Background: an optimization exercise with open tools, aiming at a short achievable clock period and few clock cycles. Do not read the settings as production practice. Function was checked by simulation only, so behaviour that the tests miss may differ from the original. Power and IR drop assume default switching activity.

==> design/flow/design.v <==
module cumin_seq (
    input  wire        clk,
    input  wire        rst,
    input  wire        job_valid,
    output wire        job_ready,
    input  wire [7:0]  job_kind,
    input  wire [31:0] job_id,
    input  wire [31:0] job_gen,
    output wire [13:0] cs_addr,
    input  wire [38:0] cs_rdata,
    output wire        tbl_sel,
    output wire [7:0]  tbl_idx,
    input  wire [31:0] tbl_rdata,
    input  wire [31:0] time_us,
    output wire        op_valid,
    input  wire        op_ready,
    output wire [5:0]  op_code,
    output wire [2:0]  op_ce,
    output wire [3:0]  op_dst,
    output wire [31:0] op_arg,
    output wire [17:0] op_imm,
    input  wire [31:0] op_rdata,
    input  wire        req_valid,
    input  wire [1:0]  req_kind,
    output reg         res_valid,
    output reg  [2:0]  res_code,
    output reg  [31:0] res_data,
    output reg         res_committed,
    output reg         cs_corrected
);
    localparam RES_DONE = 3'd0, RES_FAIL = 3'd1, RES_ABANDON = 3'd2,
               RES_HALT = 3'd3, RES_UNCORR = 3'd4;
    integer i;
    function [5:0] pos;
        input integer n;
        integer p, c;
        begin
            pos = 6'd0;
            c = 0;
            for (p = 1; p <= 38; p = p + 1) begin
                if ((p & (p - 1)) != 0) begin
                    if (c == n)
                        pos = p[5:0];
                    c = c + 1;
                end
            end
        end
    endfunction
    reg        active;           
    reg [7:0]  kind_q;           
    reg [31:0] jobid_q, gen_q;
    reg [13:0] cs_addr_q;
    reg [13:0] need, need_p1;    
    reg        need_vec;         
    reg        fv;               
    reg        ir_v, ir_vec, ir_corr;
    reg [31:0] ir;
    reg [13:0] ir_pc;
    reg        err_f, unc_f;
    reg [5:0]  syn_f;
    reg [31:0] opS, opD, opA;
    reg [2:0]  opCE;
    reg        tsel_q;
    reg [7:0]  tidx_q;
    reg        x_run;            
    reg        x_vec;            
    reg        x_tks;            
    reg        x_bb;             
    reg        x_end;            
    reg        x_hold;           
    reg        x_bus;            
    reg [13:0] x_tgt;            
    reg        ldw_v;            
    reg [3:0]  ldw_a;            
    reg d_movi, d_mov, d_add, d_addi, d_sub, d_and, d_or, d_shl, d_shr, d_cmpi;
    reg d_ld, d_bbs, d_djnz, d_call, d_ret;
    reg d_ce, d_statr, d_getf, d_commit, d_yield, d_done, d_failr, d_resv;
    reg [15:0] d_oh;             
    reg d_aluw;                  
    reg d_dw;                    
    reg [3:0] d_wa;              
    reg [31:0] regs [1:10];
    reg [13:0] stack [0:3];
    reg [1:0]  sp;
    reg [13:0] link_q;           
    reg        flag_z, flag_n;
    reg [2:0]  ce_sel;
    reg [1:0]  req_reg;
    reg [1:0]  pend;
    reg        kill;
    reg [2:0]  kill_code;
    reg        committed;
    wire [17:0] e_imm  = ir[17:0];
    wire [31:0] e_immx = {14'd0, e_imm};
    wire bstall = x_bus & ~op_ready;
    wire acc    = x_bus & op_ready;
    wire c_bb   = |(opS[15:0] & d_oh);
    wire tk_e   = x_tks | (x_bb & (d_bbs ? c_bb : ~c_bb));
    wire consume = active & fv & ~x_end & ~tk_e & ~x_hold & ~bstall;
    wire take    = ~active & job_valid;
    wire e_we = ((x_run & d_aluw) | (acc & (d_getf | d_statr))) & d_dw;
    wire [3:0] e_wa = d_wa;
    wire [4:0] sh = e_imm[4:0];
    wire [31:0] e_wd =
          ({32{d_movi}} & e_immx)
        | ({32{d_mov}}  & opS)
        | ({32{d_add}}  & (opD + opS))
        | ({32{d_addi}} & (opD + e_immx))
        | ({32{d_sub}}  & (opD - opS))
        | ({32{d_and}}  & (opD & opS))
        | ({32{d_or}}   & (opD | opS))
        | ({32{d_shl}}  & (opD << sh))
        | ({32{d_shr}}  & (opD >> sh))
        | ({32{d_djnz}} & (opD - 32'd1))
        | ({32{d_getf}} & op_rdata)
        | ({32{d_statr}} & {24'd0, op_rdata[7:0]});
    reg        kill_n;
    reg [2:0]  kill_code_n;
    reg [1:0]  pend_n;
    always @* begin
        kill_n      = kill;
        kill_code_n = kill_code;
        pend_n      = pend;
        if (req_valid && active) begin
            case (req_kind)
                2'd1: if (pend == 2'd0) pend_n = 2'd1;
                2'd2: if (committed) pend_n = 2'd2;
                      else begin kill_n = 1'b1; kill_code_n = RES_HALT; end
                2'd3: if (!committed) begin kill_n = 1'b1; kill_code_n = RES_ABANDON; end
                default: ;
            endcase
        end
        if (x_run && d_yield && pend != 2'd0)
            pend_n = 2'd0;
        if (take) begin
            kill_n = 1'b0;
            pend_n = 2'd0;
        end
    end
    wire        z_n    = (x_run & d_cmpi) ? (opD == e_immx) : flag_z;
    wire [1:0]  req_n  = (x_run & d_yield) ? pend : req_reg;
    wire [13:0] link_n = (x_run & d_call) ? ir_pc + 14'd1 :
                         (x_run & d_ret)  ? stack[sp - 2'd2] : link_q;
    wire [2:0]  ce_n   = (acc & d_ce) ? opS[2:0] : ce_sel;
    wire        act_n  = (active & ~x_end) | take;
    wire        ld_now = x_run & d_ld & d_dw;     
    assign job_ready = ~active;
    assign cs_addr   = cs_addr_q;
    assign op_valid  = x_bus;
    assign op_code   = ir[31:26];
    assign op_dst    = ir[25:22];
    assign op_imm    = ir[17:0];
    assign op_ce     = opCE;
    assign op_arg    = opA;
    assign tbl_sel   = tsel_q;
    assign tbl_idx   = tidx_q;
    reg [31:0] fixmask;
    always @* begin
        fixmask = 32'd0;
        for (i = 0; i < 32; i = i + 1)
            if (pos(i) == syn_f)
                fixmask[i] = 1'b1;
    end
    wire        take_c = take & fv & (need == {6'd0, job_kind});
    wire        load_r = x_hold;
    wire        load   = consume | load_r | take_c;
    wire [31:0] w_in   = load_r ? (ir ^ (err_f ? fixmask : 32'd0)) : cs_rdata[31:0];
    wire        v_in   = load_r ? ir_vec : need_vec;
    reg [5:0] syn_in;
    reg       par_in;
    always @* begin
        syn_in = cs_rdata[37:32];
        for (i = 0; i < 32; i = i + 1)
            syn_in = syn_in ^ (cs_rdata[i] ? pos(i) : 6'd0);
        par_in = ^cs_rdata;
    end
    wire err_in = ~load_r & (par_in | (syn_in != 6'd0));
    wire unc_in = ~load_r & (par_in ? (syn_in > 6'd38) : (syn_in != 6'd0));
    wire [5:0] o_in   = w_in[31:26];
    wire [3:0] dst_in = w_in[25:22];
    wire [3:0] src_in = w_in[21:18];
    wire i_movi = o_in == 6'h01, i_mov  = o_in == 6'h02, i_add  = o_in == 6'h03;
    wire i_addi = o_in == 6'h04, i_sub  = o_in == 6'h05, i_and  = o_in == 6'h06;
    wire i_or   = o_in == 6'h07, i_shl  = o_in == 6'h08, i_shr  = o_in == 6'h09;
    wire i_cmpi = o_in == 6'h0A, i_ldd  = o_in == 6'h0B, i_ldq  = o_in == 6'h0C;
    wire i_jmp  = o_in == 6'h0D, i_bz   = o_in == 6'h0E, i_bnz  = o_in == 6'h0F;
    wire i_bbs  = o_in == 6'h10, i_bbc  = o_in == 6'h11, i_djnz = o_in == 6'h12;
    wire i_call = o_in == 6'h13, i_ret  = o_in == 6'h14, i_ce   = o_in == 6'h15;
    wire i_statr = o_in == 6'h1E;
    wire i_getf = o_in == 6'h20 || o_in == 6'h21;
    wire i_row  = o_in == 6'h1E || o_in == 6'h27;
    wire i_commit = o_in == 6'h22, i_yield = o_in == 6'h23;
    wire i_done = o_in == 6'h29, i_failr = o_in == 6'h2A, i_resv = o_in >= 6'h2C;
    wire i_bus  = (o_in >= 6'h15 && o_in <= 6'h21) ||
                  (o_in >= 6'h24 && o_in <= 6'h28) || o_in == 6'h2B;
    wire rs_in  = i_mov || i_add || i_sub || i_and || i_or || i_bbs || i_bbc ||
                  i_done || i_ce || o_in == 6'h17 || o_in == 6'h18 || o_in == 6'h1F;
    wire rd_in  = (o_in >= 6'h03 && o_in <= 6'h0A) || i_djnz;
    wire [3:0] wa_in = i_statr ? 4'd10 : dst_in;
    function [31:0] view;        
        input [3:0] n;
        begin
            case (n)
                4'd0:  view = 32'd0;
                4'd11: view = {30'd0, req_n};
                4'd12: view = {18'd0, link_n};
                4'd13: view = time_us;
                4'd14: view = gen_q;
                4'd15: view = jobid_q;
                default: view = (ldw_v && ldw_a == n) ? tbl_rdata : regs[n];
            endcase
        end
    endfunction
    reg [15:0] ne1;
    integer k;
    always @* begin
        for (k = 0; k < 16; k = k + 1)
            ne1[k] = view(k) != 32'd1;
    end
    wire fwd_s = e_we && e_wa == src_in;
    wire fwd_d = e_we && e_wa == dst_in;
    wire [31:0] s_in = fwd_s ? e_wd : view(src_in);
    wire [31:0] d_in = fwd_d ? e_wd : view(dst_in);
    wire [31:0] r7_in = (e_we && e_wa == 4'd7) ? e_wd : view(4'd7);
    wire        dj_in = ne1[dst_in];
    wire stale_in = (acc && ((rs_in && src_in == 4'd13) || (rd_in && dst_in == 4'd13))) ||
                    (ld_now && ((rs_in && src_in == d_wa) || (rd_in && dst_in == d_wa) ||
                                (i_row && d_wa == 4'd7))) ||
                    (i_djnz && fwd_d);
    wire run_in  = ~err_in & ~stale_in & ~kill_n;
    wire br_in   = i_jmp | i_call | i_ret | (i_bz & z_n) | (i_bnz & ~z_n) |
                   (i_djnz & dj_in) | (i_yield & (pend_n != 2'd0));
    wire [13:0] tgt_in = (~v_in & i_ret) ? link_n : w_in[13:0];
    wire tk_a  = load & ~kill_n & (v_in | br_in | i_bbs | i_bbc);
    wire end_a = kill_n | (load & ~v_in & (i_done | i_failr | i_resv));
    wire        restart   = ~active | x_end;
    wire [13:0] need_n    = restart ? {6'd0, job_kind} :
                            tk_e   ? x_tgt :
                            consume ? need_p1 : need;
    wire [13:0] need_p1_n = restart ? {6'd0, job_kind} + 14'd1 :
                            tk_e   ? x_tgt + 14'd1 :
                            consume ? need_p1 + 14'd1 : need_p1;
    wire        fv_n      = cs_addr_q == need_n;
    wire [13:0] cs_addr_n = (~act_n | end_a) ? {6'd0, job_kind} :
                            tk_a ? tgt_in :
                            fv_n ? need_p1_n : need_n;
    integer r;
    always @(posedge clk) begin
        res_valid    <= 1'b0;
        cs_corrected <= 1'b0;
        kill      <= kill_n;
        kill_code <= kill_code_n;
        pend      <= pend_n;
        active    <= act_n;
        need      <= need_n;
        need_p1   <= need_p1_n;
        fv        <= fv_n;
        cs_addr_q <= cs_addr_n;
        if (restart)
            need_vec <= 1'b1;
        else if (tk_e)
            need_vec <= 1'b0;
        if (load) begin
            ir     <= w_in;
            ir_v   <= 1'b1;
            opS    <= s_in;
            opD    <= d_in;
            opA    <= i_row ? r7_in : s_in;
            opCE   <= i_ce ? s_in[2:0] : ce_n;
            tsel_q <= i_ldq;
            tidx_q <= i_ldq ? w_in[7:0] : {5'd0, w_in[2:0]};
            d_movi <= i_movi;
            d_mov  <= i_mov;
            d_add  <= i_add;
            d_addi <= i_addi;
            d_sub  <= i_sub;
            d_and  <= i_and;
            d_or   <= i_or;
            d_shl  <= i_shl;
            d_shr  <= i_shr;
            d_cmpi <= i_cmpi;
            d_ld   <= i_ldd | i_ldq;
            d_bbs  <= i_bbs;
            d_djnz <= i_djnz;
            d_call <= i_call;
            d_ret  <= i_ret;
            d_ce   <= i_ce;
            d_statr <= i_statr;
            d_getf <= i_getf;
            d_commit <= i_commit;
            d_yield <= i_yield;
            d_done <= i_done;
            d_failr <= i_failr;
            d_resv <= i_resv;
            d_oh   <= 16'd1 << dst_in;
            d_aluw <= (o_in >= 6'h01 && o_in <= 6'h09) || i_djnz;
            d_wa   <= wa_in;
            d_dw   <= i_statr || (dst_in >= 4'd1 && dst_in <= 4'd10);
            x_run  <= run_in & ~v_in;
            x_vec  <= run_in & v_in;
            x_tks  <= run_in & (v_in | br_in);
            x_bb   <= run_in & ~v_in & (i_bbs | i_bbc);
            x_end  <= kill_n | unc_in | (run_in & ~v_in & (i_done | i_failr | i_resv));
            x_hold <= ~kill_n & ~unc_in & (err_in | stale_in);
            x_bus  <= run_in & ~v_in & i_bus;
            x_tgt  <= tgt_in;
            if (load_r) begin
                err_f   <= 1'b0;
                unc_f   <= 1'b0;
                ir_corr <= ir_corr | err_f;
            end else begin
                err_f   <= err_in;
                unc_f   <= unc_in;
                syn_f   <= syn_in;
                ir_corr <= 1'b0;
                ir_vec  <= v_in;
                ir_pc   <= need;
            end
        end else if (!bstall) begin
            ir_v   <= 1'b0;
            x_run  <= 1'b0;
            x_vec  <= 1'b0;
            x_tks  <= 1'b0;
            x_bb   <= 1'b0;
            x_end  <= kill_n & act_n;
            x_hold <= 1'b0;
            x_bus  <= 1'b0;
        end
        ldw_v <= ld_now;
        ldw_a <= d_wa;
        cs_corrected <= ir_corr & ((x_run & ~bstall) | x_vec);
        if (ldw_v)
            regs[ldw_a] <= tbl_rdata;
        if (e_we)
            regs[e_wa] <= e_wd;
        flag_z  <= z_n;
        req_reg <= req_n;
        link_q  <= link_n;
        ce_sel  <= ce_n;
        if (x_run) begin
            if (d_cmpi)
                flag_n <= (opD < e_immx);
            if (d_call) begin
                stack[sp] <= ir_pc + 14'd1;
                sp        <= sp + 2'd1;
            end
            if (d_ret)
                sp <= sp - 2'd1;
            if (d_commit)
                committed <= 1'b1;
        end
        if (x_end) begin
            ir_v          <= 1'b0;
            x_run         <= 1'b0;
            x_vec         <= 1'b0;
            x_tks         <= 1'b0;
            x_bb          <= 1'b0;
            x_end         <= 1'b0;
            x_hold        <= 1'b0;
            x_bus         <= 1'b0;
            res_valid     <= 1'b1;
            res_committed <= committed;
            if (kill) begin
                res_code <= kill_code;
                res_data <= 32'd0;
            end else if (unc_f) begin
                res_code <= RES_UNCORR;
                res_data <= ir_vec ? {24'd0, kind_q} : {18'd0, ir_pc};
            end else if (d_resv) begin
                res_code <= RES_UNCORR;
                res_data <= {18'd0, ir_pc};
            end else if (d_done) begin
                res_code <= RES_DONE;
                res_data <= opS;
            end else begin
                res_code <= RES_FAIL;
                res_data <= e_immx;
            end
        end
        if (take) begin
            kind_q    <= job_kind;
            jobid_q   <= job_id;
            gen_q     <= job_gen;
            for (r = 1; r <= 10; r = r + 1)
                regs[r] <= 32'd0;
            for (r = 0; r < 4; r = r + 1)
                stack[r] <= 14'd0;
            sp        <= 2'd0;
            link_q    <= 14'd0;
            flag_z    <= 1'b0;
            flag_n    <= 1'b0;
            ce_sel    <= 3'd0;
            req_reg   <= 2'd0;
            committed <= 1'b0;
            ldw_v     <= 1'b0;
            if (!take_c) begin
                ir_v   <= 1'b0;
                x_end  <= 1'b0;
            end
        end
        if (rst) begin
            active       <= 1'b0;
            ir_v         <= 1'b0;
            x_run        <= 1'b0;
            x_vec        <= 1'b0;
            x_tks        <= 1'b0;
            x_bb         <= 1'b0;
            x_end        <= 1'b0;
            x_hold       <= 1'b0;
            x_bus        <= 1'b0;
            ldw_v        <= 1'b0;
            kill         <= 1'b0;
            fv           <= 1'b0;
            res_valid    <= 1'b0;
            cs_corrected <= 1'b0;
        end
    end
endmodule
==> design/flow/flow/run.sh <==
#!/bin/bash
# The standard layout, with timing repair aimed well below the clock
# period so that the achieved period is as short as the design allows.
# The constraints (constraint.sdc, 13 ns clock) are the standard flow's, unchanged.
set -euo pipefail
bash standard.sh SETUP_SLACK_MARGIN=8.5 finish > standard_flow.log 2>&1
==> design/flow/standard.sh <==
#!/bin/bash
# synth_recipe.tcl (not shown) runs the flow's synth.tcl, then flattens the netlist and writes it again
# the make line also repeats each setting of config.mk as NAME=value (left out here)
make -C /OpenROAD-flow-scripts/flow DESIGN_CONFIG=/design/flow/config.mk WORK_HOME=/design/flow/orfs CLKGATE_MAP_FILE= SYNTH_SCRIPT=/design/flow/synth_recipe.tcl "${@:-finish}"
==> design/flow/config.mk <==
export PLATFORM = sky130hd
export DESIGN_NAME = cumin_seq
export DESIGN_NICKNAME = cumin_seq
export VERILOG_FILES = /design/flow/design.v
export SDC_FILE = /design/flow/constraint.sdc
export NUM_CORES = 4
export LEC_CHECK = 0
export ABC_CLOCK_PERIOD_IN_PS = 4000
export CAP_MARGIN = 20
export CORE_MARGIN = 2
export CORE_UTILIZATION = 30
export SLEW_MARGIN = 20
==> design/flow/constraint.sdc <==
create_clock -name core_clock -period 13.0 [get_ports {clk}]
set_input_delay 2.6000 -clock core_clock [delete_from_list [all_inputs] [get_ports {clk}]]
set_output_delay 2.6000 -clock core_clock [all_outputs]
set_load 0.01 [all_outputs]
==> metrics.md <==
| Metric | Value |
|---|---|
| Status | finished clean |
| WP data required | 13.72 ns |
| Core Region | 0.220 mm² |
| Switching Share | 0.292 |
| H-tree lvl count | 3 |
| Setup TNS | 0 ns |
| Minimum clock period | 5.21 ns |
| RePlAce Congestion | 1.03 |
| Critical path class | input port to register |
| Cells after Synth | 8046 |
| Max Clock Freq | 192 MHz |
| Clk slew on worst S/H paths | 0.06 ns |
| Net count after synthesis | 8385 |
| Hold slack | 0.460 ns |
| Gate power share | 0.162 |
| Max FFs per register | 512 |
| Count of pins over their slew limit | 0 |
| Prevailing post-synth register cell | edfxtp_1 |
| First-pass GRT wire length | 530000 µm |
| Biggest register | regs |
| WL final | 392000 µm |
| #FFs+latches synth | 981 |
| Detail Placement HPWL | 246000 µm |
| Largest family of logic cells by synthesized area | simple AND/OR/NAND/NOR gates |
| Slew margin rel. | 0.155 |
| PwrDens | 96.2 mW/mm² |
| Fin area | 0.0856 mm² |
| Crit path DAT | 5.94 ns |
| Post-synthesis sequential area ratio | 0.374 |
| # IOs | 340 |
| Cell repeated most along the worst path | buf_12 |
| Mux share of post-synthesis cell area | 0.104 |
| Crit. End Element | register |
| Std-Cell Rows | 172 |
| Final Util | 0.389 |
| Drt pass-1 iters | 10 |
| CTS tree | done |
| P&R area growth vs syn | 28.9% |
| Die height | 475 µm |
| Initial Utilization | 0.302 |
| Die ar. | 0.225 mm² |
| Vias in the first global route | 65800 |
| DRC | 0 |
| Post-Place Cell Area | 0.0730 mm² |
| Sequential share of power | 0.406 |
| Most frequent cells in the layout | 1438 x nand2_1, 700 x nor2_1, 520 x edfxtp_1, 476 x a21oi_1, 459 x nand3_1 |
| Yosys warning count | 1 |
| Net switching power | 2.41 mW |
| DR iter-0 viols | 12900 |
| Slowest CP cell | nand4_1 |
| Per-cell routed wire length | 34.2 µm |
| Final hold vios | 0 |
| Longest Clk Path Bufs | 3 |
| Critical path, cell by cell | buf_6 -> buf_12 -> nor4_4 -> nand4_1 -> nor2_4 -> buf_6 -> buf_12 -> a211oi_1 -> o211ai_1 -> nand2_2 -> o22ai_4 -> buf_12 -> o21ai_4 -> a21oi_4 -> buf_12 -> nand2_8 -> o221a_4 |
| Post-synth ARST share | 0 |
| Slowest stage delay, CP | 0.74 ns |
| Yosys cell types | 104 |
| Worst Skew | 0.0864 ns |
| Clk root buf | clkbuf_16 |
| Worst setup SP type | input port |
| Initial antenna violation count | 46 |
| Post-DRT Antenna Nets | 0 |
| MaxCap Viol Count | 0 |
| Worst-Skew Late Latency | 0.87 ns |
| Via-to-Cell Ratio | 6.35 |
| Biggest regs | regs (512), stack (56) |
| Compound-gate portion of the synthesized area | 0.186 |
| Commonest non-fill, non-tap cell in the layout | nand2_1 |
| Slew at the pin closest to its max-slew limit | 1.25 ns |
| Layout cells sized above 1 | 0.198 |
| Largest net degree at the start of global routing | 87 |
| Max IR drop VDD | 0.000134 V |
| DR vias | 72700 |
| Final Non-Filler Cells | 11500 |
| Post-synthesis xor/xnor area fraction | 0.0324 |
| Adder and majority gate portion of the synthesized area | 0.0239 |
| Unrepaired setup endpoints after global routing | yes |
| Buffers on Ports | 339 |
| Hold buffers post-CTS | 0 |
| Syn_area_per_cell | 8.26 µm² |
| Die Wd | 475 µm |
| CTS Sinks | 981 |
| Pleak | 30.3 nW |
| Total Routing Usage GR | 0.330 |
| Synth Area in Simple Gates | 0.224 |
| Clk network pwr share | 0.432 |
| Crit path max-delay family | simple AND/OR/NAND/NOR gates |
| Worst hold path type | register to register |
| Crit path buffers/inverters | 6 |
| Number of synthesized flops with an enable pin | 520 |
| Power Internal | 5.83 mW |
| Layout net count | 8709 |
| Placed insts | 10800 |
| Grt ovf | 0 |
| Mapped cell area | 0.0664 mm² |
| Final setup viols | 0 |
| Crit Path Max Fanout | 7 |
| Num CTS Buffers | 115 |
| Period Utilization, post-route | 0.401 |
==> layer usage <==
layer,vias to the layer above,GRT usage,wire length [µm]
li1,30000,-,-
met1,35000,0.414,141000
met2,6145,0.473,159000
met3,1556,0.120,57500
met4,36,0.215,34200
met5,-,0,323
==> synth_stat cells, types with 72 or more instances <==
master	number	area (µm²)
a211oi_1	291	2180
a21oi_1	540	2700
and3_1	87	544
buf_1	94	353
buf_2	88	440
clkbuf_1	548	2060
dfxtp_1	461	9230
edfxtp_1	520	15600
ha_1	122	1530
inv_1	137	514
mux2_2	206	2320
mux2i_1	257	2570
mux4_2	81	1820
nand2_1	1460	5480
nand3_1	481	2410
nor2_1	739	2770
nor3_1	113	566
nor4_1	127	795
o211ai_1	72	541
o21ai_0	347	1740
xnor2_1	181	1590
==> power by group through the flow <==
stage                     Clock, mW  Combinational [mW]  Sequential [mW]
final                          3.56                1.33             3.34
after global routing           3.68                1.35             3.34
after CTS                      3.55                1.10             3.34
after detailed placement          0               0.890             3.41
after global placement            0               0.884             3.41
after floorplan                   0               0.510             3.38
==> final timing paths <==
| kind | start | endpoint | slack, ns | cells past startpoint |
|---|---|---|---|---|
| max | tbl_rdata[17] | cs_addr_q[4]$_DFF_P_ | 7.79 | 17 |
| min | need_vec$_SDFFE_PN1P_ | need_vec$_SDFFE_PN1P_ | 0.46 | 2 |
| max reg2reg | syn_f[5]$_DFFE_PP_ | opD[11]$_DFFE_PP_ | 8.31 | 16 |
| min reg2reg | need_vec$_SDFFE_PN1P_ | need_vec$_SDFFE_PN1P_ | 0.46 | 2 |
==> metrics by stage <==
step	setup WS (ns)	total power, mW
detailed placement	5.17	4.30
CTS	8.20	7.99
finish	7.79	8.24
global route	7.79	8.37
global placement	5.13	4.29
floorplan	5.40	3.89
==> cell families (layout without fill, tap and decap cells) <==
group	Yosys count	in the layout
AOI/OAI and AO/OA	1884	1889
xor gates and xnor gates	241	241
adders and majority gates	125	125
buffers and inverters	926	1339
DFF	981	981
muxes	552	552
other	0	22
and+or+nand+nor	3337	3344
==> worst register-to-register path, stage by stage (launching register included) <==
cell,delay [ns]
edfxtp_1,0.45
nand3b_1,0.44
buf_4,0.28
o31ai_2,0.63
a31o_4,0.29
buf_6,0.10
buf_12,0.17
buf_6,0.23
buf_8,0.19
clkinv_8,0.16
nand2_1,0.10
nand2_1,0.05
o21ai_0,0.23
o21ai_0,0.14
o211ai_1,0.48
a311o_1,0.39
nand2_1,0.11
==> timing repair <==
action,CTS,global route
pin swaps,77,141
resized for setup,658,407
setup buffers,233,112
cloned,59,19
endpoints found under the setup margin,1136,582
==> final cells by class <==
cell class | instances | area (µm²)
fill | 21900 | 134000
multi-input combinational | 6151 | 41300
sequential | 981 | 24900
timing repair buffer | 956 | 10800
timing repair inverter | 11 | 121
antenna | 22 | 55.1
clock buffer | 154 | 3260
clock inverter | 64 | 820
inverter | 154 | 743
tap | 2958 | 3700
Testbench counts, summed over its fixed seeds: cycles 86,235.

## separate check: timing with driven ports
In the flow no input, the clock included, has a driving cell. The finished layout below was timed again as built, in two steps.
Step 1, drivers: a clkbuf_16 drives clk and a buf_2 each remaining input, both assumed.
Step 2, shift: input delay + t, output delay - t, t = (earliest + latest rising clock arrival at the registers) / 2. This alone moves slack from input paths to output paths.
a / b / c = ideal / step 1 / step 2; a / b = the first two.
t, ns: 0.920
setup slack, ns: 7.787 / 7.845 / 6.925
worst setup path after step 2: input to register
cell pins on the clock port's net: 1
After both steps setup and hold are still met in this run. The setup slack of this run moves by +0.058 ns with the drivers and by -0.862 ns with both steps.
